This is an optimization exercise on Yosys and OpenROAD, whose aim is small area, a short achievable clock period and few clock cycles per item, not a production implementation.
In this exercise RTL edits were held to simulation tests only and were not proved equivalent to the original.
Power and IR drop assume default switching activity.

==> inputs of run a <==
## gkl_flit_rx
module gkl_flit_rx (
  input  wire        clk,
  input  wire        rst,
  input  wire        in_valid,
  output wire        in_ready,
  input  wire [63:0] in_data,
  input  wire        in_mode_p,
  output wire        out_valid,
  input  wire        out_ready,
  output wire [63:0] out_data,
  output wire        out_last,
  output wire        st_crc_ok,
  output wire [1:0]  st_corr,
  output wire [1:0]  st_unc,
  output wire [7:0]  st_pos0,
  output wire [7:0]  st_pos1
);
clock: 11.0 ns
lec_check: 0
cap_margin: 20
core_margin: 2
core_utilization: 60
cts_cluster_diameter: 80
cts_cluster_size: 30
place_density_lb_addon: 0.1
slew_margin: 20
standard.sh (not shown) runs the stock make flow with config.mk's settings and CLKGATE_MAP_FILE= SYNTH_SCRIPT=/design/flow/synth_recipe.tcl, a recipe that flattens the netlist after the stock synthesis.
==> flow/flow/run.sh <==
#!/bin/bash
# Standard ORFS layout (the standard.sh), with repair_timing aimed at a
# tighter setup target than the 11 ns clock (the SDC itself is unchanged), and
# the smallest buffer (buf_1) on every input and output port. make's output goes
# to flow_make.log; ORFS keeps each step's log under orfs/logs.
set -euo pipefail
bash standard.sh SETUP_SLACK_MARGIN=7.6 "BUFFER_PORTS_ARGS=-buffer_cell sky130_fd_sc_hd__buf_1" "PLACE_PINS_ARGS=-exclude left:* -exclude bottom:* -exclude top:*" finish > flow_make.log 2>&1
==> inputs of run b, as changes to run a <==
--- a/flow/design.v
+++ b/flow/design.v
@@ -60,78 +60,85 @@
       lane_hits[6] = act0 && (b0 == gf_mul(t0, 8'had));
       lane_hits[7] = act1 && (b1 == gf_mul(t1, 8'had));
     end
   endfunction
   function automatic [2:0] enc8(input [7:0] h);
     enc8 = {h[4] | h[5] | h[6] | h[7], h[2] | h[3] | h[6] | h[7], h[1] | h[3] | h[5] | h[7]};
   endfunction
   reg [64*N-1:0] ring;
-  reg [5:0]  dw;           
-  reg [5:0]  dr;           
+  reg [5:0]  ph;           
+  reg [5:0]  wp, rp;       
   reg [5:0]  cnt;          
   reg [4:0]  ibeat, obeat;
   reg        imode;
   reg [7:0]  acc_a, acc_b, acc_c, acc_d;
   reg        fs_valid, fs_mode;
   reg [7:0]  fs_a, fs_b, fs_c, fs_d;
   reg        dec_valid;
   reg [31:0] crc;
   reg        hv, h_last;
   reg [63:0] h_data;
   reg        s_ok;
   reg [1:0]  s_corr, s_unc;
   reg [7:0]  s_pos0, s_pos1;
   wire [63:0] r0    = ring[63:0];
   wire [63:0] rlast = ring[64*N-1 -: 64];
-  reg in_rdy, rd_ok, ofirst, olast;
+  reg in_rdy, rd_ok, walign, ralign, ofirst, olast;
   assign in_ready = in_rdy;
   wire wr = in_valid && in_rdy;
   wire rd = rd_ok && (!hv || out_ready);
   wire rd_last = rd && olast;
   wire xfer = fs_valid && (!dec_valid || rd_last);
   wire ib30 = (ibeat == 5'd30), ib31 = (ibeat == 5'd31);
+  wire [5:0] ph_p1 = (ph == NM1) ? 6'd0 : ph + 6'd1;
   wire c_full = (cnt == N[5:0]);
   wire c_nm1  = (cnt == NM1);
   wire c_zero = (cnt == 6'd0);
   wire c_one  = (cnt == 6'd1);
   wire full_n  = (c_full && !rd) || (c_nm1 && wr && !rd);
   wire empty_n = (c_zero && !wr) || (c_one && rd && !wr);
-  wire walign_n = wr || (dw == NM1);
-  wire ralign_n = rd || (dr == NM1);
+  wire walign_n = wr ? walign : (wp == ph);
+  wire ralign_n = rd ? ralign : (rp == ph_p1);
   wire fs_valid_n  = (wr && ib31) || (fs_valid && !xfer);
   wire dec_valid_n = xfer || (dec_valid && !rd_last);
   wire ib31_n = wr ? ib30 : ib31;
   wire ob30 = (obeat == 5'd30);
   always @(posedge clk) begin
     ring <= {r0, (wr ? in_data : rlast), ring[64*(N-1)-1:64]};
   end
   always @(posedge clk) begin
     if (rst) begin
-      dw    <= 6'd0;
-      dr    <= 6'd1;
+      ph    <= 6'd0;
+      wp    <= NM1;
+      rp    <= NM1;
       cnt   <= 6'd0;
       ibeat <= 5'd0;
       obeat <= 5'd0;
       fs_valid  <= 1'b0;
       dec_valid <= 1'b0;
       hv     <= 1'b0;
       in_rdy <= 1'b1;
       rd_ok  <= 1'b0;
+      walign <= 1'b1;
+      ralign <= 1'b0;
       ofirst <= 1'b1;
       olast  <= 1'b0;
     end else begin
-      dw  <= walign_n ? 6'd0 : dw + 6'd1;
-      dr  <= ralign_n ? 6'd0 : dr + 6'd1;
+      ph  <= ph_p1;
+      if (wr) wp <= (wp == NM1) ? 6'd0 : wp + 6'd1;
+      if (rd) rp <= (rp == NM1) ? 6'd0 : rp + 6'd1;
       cnt <= cnt + {5'd0, wr} - {5'd0, rd};
       if (wr) ibeat <= ibeat + 5'd1;
       if (rd) obeat <= obeat + 5'd1;
       fs_valid  <= fs_valid_n;
       dec_valid <= dec_valid_n;
       hv     <= rd || (hv && !out_ready);
+      walign <= walign_n;
+      ralign <= ralign_n;
       in_rdy <= walign_n && !full_n && !(ib31_n && fs_valid_n);
       rd_ok  <= ralign_n && !empty_n && dec_valid_n;
       if (rd) begin
         ofirst <= olast;
         olast  <= ob30;
       end
     end
   end
==> flow/flow/run.sh (replaced) <==
#!/bin/bash
# Standard ORFS layout (the standard.sh), with repair_timing aimed at a
# tighter setup target than the 11 ns clock (the SDC itself is unchanged).
set -euo pipefail
bash standard.sh SETUP_SLACK_MARGIN=7.3 finish > flow_make.log 2>&1
==> inputs of run c, as changes to run a <==
==> flow/flow/run.sh (replaced) <==
#!/bin/bash
# Standard ORFS layout (the standard.sh), with repair_timing aimed at a
# tighter setup target than the 11 ns clock (the SDC itself is unchanged), and
# the smallest buffer (buf_1) on every input and output port. make's output goes
# to flow_make.log; ORFS keeps each step's log under orfs/logs.
set -euo pipefail
bash standard.sh SETUP_SLACK_MARGIN=7.6 "BUFFER_PORTS_ARGS=-buffer_cell sky130_fd_sc_hd__buf_1" "PLACE_PINS_ARGS=-exclude left:* -exclude bottom:*" finish > flow_make.log 2>&1
==> comparison <==
Register-to-register slack: run b < run a < run c. Between run c and run a, the lower clock power is in run c (gap about 3%, measured against run a). Against run c, the flip-flop and latch count of run b is higher by 8. Synthesized area is the same in run a and run c. Between run b and run a, the lower synthesized cell count is in run a (gap about 1.7%, measured against run a).
Testbench counts of run a, summed over its fixed seeds: cycles 16,656, flits 512.
Testbench counts of run b, summed over its fixed seeds: cycles 16,656, flits 512.
Testbench counts of run c, summed over its fixed seeds: cycles 16,656, flits 512.

[port drivers added, routing unchanged]
The flow's constraints put no driver on any port. The routed layouts listed below were extracted and timed again, unchanged, in two steps.
Step 1 sets driving cells, clkbuf_16 on the clock port and buf_2 on the other inputs (assumed; they add their load-dependent delay and slew).
Step 2 adds t to the input delays and takes it off the output delays; t is the mean of the earliest and latest rising clock arrival at the registers after step 1. Input paths then give back, and output paths get back, about the clock's delay inside the block.
Three values: no drivers, after step 1, after step 2; two values: the first two.
| run | t, ns | setup slack, ns | worst register clock-pin slew, ns |
|---|---|---|---|
| run a | 0.799 | 7.487 / 7.411 / 6.839 | 0.12 / 0.12 |
| run b | 0.781 | 7.240 / 7.223 / 6.596 | 0.11 / 0.11 |
| run c | 0.786 | 7.466 / 7.387 / 6.777 | 0.12 / 0.12 |
After both steps setup and hold are still met in every run listed. For run c, which loses most, drivers alone change the setup slack by -0.079 ns; drivers and shift together by -0.689 ns.
